This design comes from an exercise in tuning for small area and a short achievable clock period on the open sky130 flow, not from production work.
Function was checked by simulation only, so behaviour that the tests miss may differ from the original.
No activity file was given, so power comes from the tool's default toggle rates.

// til_lane_unit
module til_lane_unit #(
    parameter LANES = 4
) (
    input                    clk,
    input                    rst,
    input                    issue,
    input  [35:0]            instr,
    input  [LANES*18-1:0]    opa,
    input  [LANES*18-1:0]    opb,
    input  [LANES-1:0]       a_end,
    input  [LANES-1:0]       assigned,
    input                    batch_start,
    input                    flag_clr,
    output [LANES-1:0]       wr_en,
    output [LANES*18-1:0]    wr_data,
    output [LANES-1:0]       pred,
    output [LANES*4-1:0]     flags,
    output reg               trap,
    output reg [3:0]         trap_code
);
Size: roughly 13000 cells after synthesis, roughly 92000 um2 of cells after synthesis.
export LEC_CHECK = 0
export ABC_AREA = 1
export CAP_MARGIN = 20
export CORE_MARGIN = 2
export CORE_UTILIZATION = 35
export PLACE_DENSITY = 0.42
export SLEW_MARGIN = 20
export SYNTH_HIERARCHICAL = 1
create_clock -name core_clock -period 18.0 [get_ports {clk}]
standard.sh (not shown) runs the stock make flow with config.mk's settings and CLKGATE_MAP_FILE= SYNTH_SCRIPT=/design/flow/synth_recipe.tcl, a recipe that flattens the netlist after the stock synthesis.
==> flow/flow/run.sh <==
#!/bin/bash
# Layout flow: the standard ORFS flow (standard.sh, standard synthesis
# unchanged) with three changes.
#  - SETUP_SLACK_MARGIN=9: repair_timing is asked for more setup slack than
#    the 18 ns constraint needs, so that it keeps shortening the worst path.
#  - TNS_END_PERCENT=0: it works on the worst endpoint only.
#  - BUFFER_PORTS_ARGS: every input and output port still gets its own
#    buffer, but a buf_2 rather than the default clkdlybuf4s50_1 delay cell.
# make's output goes to flow.log; each ORFS step writes its own log under
# orfs/logs/.
set -euo pipefail
bash standard.sh SETUP_SLACK_MARGIN=9 TNS_END_PERCENT=0 \
    'BUFFER_PORTS_ARGS=-buffer_cell sky130_fd_sc_hd__buf_2' finish > flow.log 2>&1
The first run completed with no timing, DRC or antenna violations.
Rerun with:
--- a/flow/design.v
+++ b/flow/design.v
@@ -576,42 +576,27 @@
     wire fs218, fc218;
     til_fa u_fs218 (.a(hs28), .b(fc180), .c(trow[38]), .s(fs218), .co(fc218));
     wire fs219, fc219;
     til_fa u_fs219 (.a(hc28), .b(hs29), .c(trow[39]), .s(fs219), .co(fc219));
     wire fs220, fc220;
     til_fa u_fs220 (.a(hc29), .b(hs30), .c(trow[40]), .s(fs220), .co(fc220));
     wire fs221, fc221;
     til_fa u_fs221 (.a(accrn[41]), .b(hc30), .c(trow[41]), .s(fs221), .co(fc221));
     wire [43:0] tsum = {1'b1, fc221, fc220, fc219, fc218, fc217, fc216, fc215, fc214, fc213, fc212, fc211, fc210, fc209, fc208, fc207, fc206, fc205, fc204, fc203, fc202, fc201, fc200, fc199, fc198, fc197, fc196, fc195, fc194, fc193, fc192, fc191, fc190, fc189, fc188, fc187, fc186, fc185, fc184, fc183, fc182, fc181, hc31, trow[0]};
     wire [43:0] tcar = {1'b0, trown42, fs221, fs220, fs219, fs218, fs217, fs216, fs215, fs214, fs213, fs212, fs211, fs210, fs209, fs208, fs207, fs206, fs205, fs204, fs203, fs202, fs201, fs200, fs199, fs198, fs197, fs196, fs195, fs194, fs193, fs192, fs191, fs190, fs189, fs188, fs187, fs186, fs185, fs184, fs183, fs182, fs181, hs31};
     wire [43:0] cg0 = tsum & tcar;
     wire [43:0] cp0 = tsum ^ tcar;
-    wire [43:0] cg [0:6];
-    wire [43:0] cp [0:6];
-    assign cg[0] = cg0;
-    assign cp[0] = cp0;
-    generate
-        for (i = 0; i < 6; i = i + 1) begin : g_pfx
-            for (j = 0; j < 44; j = j + 1) begin : g_bit
-                if ((j >> i) & 1) begin : g_op
-                    assign cg[i+1][j] = cg[i][j] | (cp[i][j] & cg[i][((j >> i) << i) - 1]);
-                    assign cp[i+1][j] = cp[i][j] & cp[i][((j >> i) << i) - 1];
-                end else begin : g_pass
-                    assign cg[i+1][j] = cg[i][j];
-                    assign cp[i+1][j] = cp[i][j];
-                end
-            end
-        end
-    endgenerate
-    wire [43:0] ccar = {cg[6][42:0], 1'b0};        
+    wire [42:0] cgo;
+    til_pfx u_pfx (.g(cg0[42:0]), .p(cp0[42:0]), .c(cgo));
+    wire [43:0] ccar = {cgo, 1'b0};               
     wire [43:0] ssum = cp0 ^ ccar;
     wire [2:0]  top0 = tsum[43:41] + tcar[43:41];
     wire [2:0]  top1 = tsum[43:41] + tcar[43:41] + 3'd1;
     wire        ovf0 = !(top0 == 3'b000 || top0 == 3'b111);
     wire        ovf1 = !(top1 == 3'b000 || top1 == 3'b111);
     wire        ovf  = ccar[41] ? ovf1 : ovf0;
     wire        big  = ctl[3] & unfit;
     wire        sat_acc = ovf | big;
     wire        sat_neg = big ? xt[18] : ssum[43];
     wire        clr   = rst | batch_start;
     wire        we0   = accw & p & !v[2];
     wire        we1   = accw & p &  v[2];
@@ -758,24 +743,49 @@
     assign s  = a ^ b ^ c;
     assign co = (a & b) | (a & c) | (b & c);
 endmodule
 module til_ha (
     input  a,
     input  b,
     output s,
     output co
 );
     assign s  = a ^ b;
     assign co = a & b;
 endmodule
+module til_pfx (
+    input  [42:0] g,
+    input  [42:0] p,
+    output [42:0] c
+);
+    genvar i, j;
+    wire [42:0] cg [0:6];
+    wire [42:0] cp [0:6];
+    assign cg[0] = g;
+    assign cp[0] = p;
+    generate
+        for (i = 0; i < 6; i = i + 1) begin : g_pfx
+            for (j = 0; j < 43; j = j + 1) begin : g_bit
+                if ((j >> i) & 1) begin : g_op
+                    assign cg[i+1][j] = cg[i][j] | (cp[i][j] & cg[i][((j >> i) << i) - 1]);
+                    assign cp[i+1][j] = cp[i][j] & cp[i][((j >> i) << i) - 1];
+                end else begin : g_pass
+                    assign cg[i+1][j] = cg[i][j];
+                    assign cp[i+1][j] = cp[i][j];
+                end
+            end
+        end
+    endgenerate
+    assign c = cg[6];
+endmodule
 module til_lane_unit #(
     parameter LANES = 4
 ) (
     input                    clk,
     input                    rst,
     input                    issue,
     input  [35:0]            instr,
     input  [LANES*18-1:0]    opa,
     input  [LANES*18-1:0]    opb,
     input  [LANES-1:0]       a_end,
     input  [LANES-1:0]       assigned,
     input                    batch_start,
Effect:
- The new run completed without violations
- wire length climbs by a few percent
- setup slack gets worse by 0.011 ns
- die area goes up by a few percent
- via count climbs by a few percent
- first-iteration DRC count is higher by roughly a tenth
- cell area came out higher slightly

========
## main
til_lane_unit, a different RTL version from the one above (not shown whole).
Size: ~0.093 mm2 of cells after synthesis.
export LEC_CHECK = 0
export ABC_AREA = 1
export CAP_MARGIN = 20
export CORE_MARGIN = 2
export CORE_UTILIZATION = 35
export PLACE_DENSITY = 0.42
export SLEW_MARGIN = 20
export SYNTH_HIERARCHICAL = 1
create_clock -name core_clock -period 18.0 [get_ports {clk}]
Scripts as last shown in full above: flow/flow/run.sh
### main -> the feature branch
diff --git a/flow/design.v b/flow/design.v
--- a/flow/design.v
+++ b/flow/design.v
@@ -1,21 +1,18 @@
 module til_lane (
     input             clk,
     input             rst,
     input             batch_start,
     input             flag_clr,
     input             exec,
-    input             accw,
+    input             take_dz,
+    input             ld_bad,
     input      [31:0] ctl,
-    input             opc0,
-    input             bg,
-    input             accen,
+    input      [5:0]  opc,
     input      [2:0]  v,
     input      [8:0]  bfld,
-    input             tsl,
-    input             tsh,
     input      [22:0] nth,
     input      [19:1] fsel,
     input      [17:0] a,
     input      [17:0] b,
     input             a_end,
     input             assigned,
@@ -24,25 +21,35 @@
     output reg        wr_en,
     output reg [17:0] wr_data
 );
     reg [41:0] acc0, acc1;
     reg        sat0, sat1, sgn0, sgn1;
     wire en = exec & (p | ctl[27]);
-    wire [19:0] xm = {{2{v[1] & a[17]}}, a};
+    wire bg;
+    til_bg u_bg (.opc(opc[2:0]), .bg(bg));    
+    wire ten    = !bg;
+    wire accen  = !opc[1] | opc[2];
+    wire tsl    = ten & !bfld[5];
+    wire tsh    = ten &  bfld[5];
+    wire opc0   = opc[0];
+    wire acc_grp = (opc[5:2] == 4'b0100) | (opc == 6'h14);
+    wire acc_ld  = opc[2] | (opc[1] & opc[0]);
+    wire accw    = take_dz & acc_grp & !(acc_ld & ld_bad);
+    wire [19:0] xm = {{2{v[1] & a[17]}}, a} & {20{bg}};
     wire [20:0] y  = {{2{v[0] & b[17]}}, b, 1'b0};
     wire [19:0] pp [0:9];
     wire [9:0]  bneg;
     wire [9:0]  ppc;
     genvar i, j;
     generate
         for (i = 0; i < 10; i = i + 1) begin : g_booth
             wire y2 = y[2*i+2];
             wire y1 = y[2*i+1];
             wire y0 = y[2*i];
-            wire one = (y1 ^ y0) & bg;
-            wire two = ((y2 & ~y1 & ~y0) | (~y2 & y1 & y0)) & bg;
+            wire one = y1 ^ y0;
+            wire two = (y2 & ~y1 & ~y0) | (~y2 & y1 & y0);
             assign bneg[i] = y2 ^ opc0;
             assign pp[i][0] = (one & xm[0]) ^ bneg[i];
             for (j = 1; j < 20; j = j + 1) begin : g_pp
                 assign pp[i][j] = ((one & xm[j]) | (two & xm[j-1])) ^ bneg[i];
             end
             assign ppc[i] = ((one & xm[19]) | (two & xm[18])) ^ !bneg[i];
@@ -758,12 +765,18 @@
     output s,
     output co
 );
     assign s  = a ^ b;
     assign co = a & b;
 endmodule
+module til_bg (
+    input  [2:0] opc,
+    output       bg
+);
+    assign bg = !(opc[2] | (opc[1] & opc[0]));
+endmodule
 module til_lane_unit #(
     parameter LANES = 4
 ) (
     input                    clk,
     input                    rst,
     input                    issue,
@@ -861,16 +874,14 @@
             end
             default: undefined = 1'b1;                      
         endcase
     end
     wire take  = issue && !batch_start;
     wire exec  = take && lane_op && !bad_field;
-    wire acc_grp = (opc[5:2] == 4'b0100) | (opc == 6'h14);            
-    wire acc_ld  = opc[2] | (opc[1] & opc[0]);                        
-    wire accw    = take & acc_grp & d_zero &
-                   !(acc_ld & (v[0] | (bfld[8:6] != 3'd0) | k_gt41));
+    wire take_dz = take & d_zero;
+    wire ld_bad  = v[0] | (bfld[8:6] != 3'd0) | k_gt41;
     always @(posedge clk) begin
         if (rst)
             trap <= 1'b0;
         else
             trap <= take && (undefined || (lane_op && bad_field));
         trap_code <= {2'b00, !undefined, undefined};
@@ -898,17 +909,12 @@
     wire op_cmp    = (opc[5:2] == 4'b1001);                 
     wire op_setp   = (opc == 6'h28);
     wire op_flagrd = (opc == 6'h0A);
     wire op_flagclr= (opc == 6'h0B);
     wire op_booth  = op_mac | op_msu | op_mul;
     wire op_ld     = op_accld | op_accadd;
-    wire bg    = !(opc[2] | (opc[1] & opc[0]));
-    wire ten   = !bg;
-    wire accen = !opc[1] | opc[2];
-    wire tsl = ten && !bfld[5];
-    wire tsh = ten &&  bfld[5];
     wire [22:0] nth;
     genvar t;
     generate
         for (t = 0; t < 23; t = t + 1) begin : g_th
             assign nth[t] = (bfld[5:0] > t);
         end
@@ -963,21 +969,18 @@
             til_lane u_lane (
                 .clk        (clk),
                 .rst        (rst),
                 .batch_start(batch_start),
                 .flag_clr   (flag_clr),
                 .exec       (exec),
-                .accw       (accw),
+                .take_dz    (take_dz),
+                .ld_bad     (ld_bad),
                 .ctl        (ctl),
-                .opc0       (opc[0]),
-                .bg         (bg),
-                .accen      (accen),
+                .opc        (opc),
                 .v          (v),
                 .bfld       (bfld),
-                .tsl        (tsl),
-                .tsh        (tsh),
                 .nth        (nth),
                 .fsel       (fsel),
                 .a          (opa[l*18 +: 18]),
                 .b          (opb[l*18 +: 18]),
                 .a_end      (a_end[l]),
                 .assigned   (assigned[l]),
main → the feature branch: total routed wirelength now smaller, cell area now larger. Per the comparison of the feature branch with main, number of inserted filler cells in the final layout went up by 216, initial cell density of the core was more or less identical, die extent in x went up by 0.35%, met1 usage went up by 1.3 points. Diff main -> the feature branch | wire length on met2 | down by a few percent. Logic depth of the worst setup path including buffers: the feature branch and main compared, lower one is the feature branch. From main to the feature branch the numbers moved as follows: synthesized cell count now larger; setup slack of the worst register-to-register path now smaller; power consumption now larger.

[afterwards: timing with drivers on the ports]
How much do the figures lean on ideal ports? The routed layouts below were timed once more, with nothing changed but the port constraints. Step 1: set_driving_cell puts a clkbuf_16 on clk and a buf_2 on each other input, an assumption about the parent block. Step 2 adds t to the input delays and takes it off the output delays; t is the mean of the earliest and latest rising clock arrival at the registers after step 1. Input paths then give back, and output paths get back, about the clock's delay inside the block. Three values: ideal, step 1, step 2; two values: the first two.
run | t, ns | setup WS [ns] | worst setup path at the end
the first run of note 1 | 0.829 | 8.776 / 8.783 / 7.954 | input to register
the second run of note 1 | 0.855 | 8.764 / 8.749 / 7.895 | input to register
main | 0.839 | 8.613 / 8.557 / 7.719 | input to register
the feature branch | 0.869 | 8.566 / 8.587 / 7.718 | input to register
After both steps setup and hold are still met in every run listed. The setup slack of main, which loses most, moves by -0.056 ns with the drivers and by -0.894 ns with both steps.
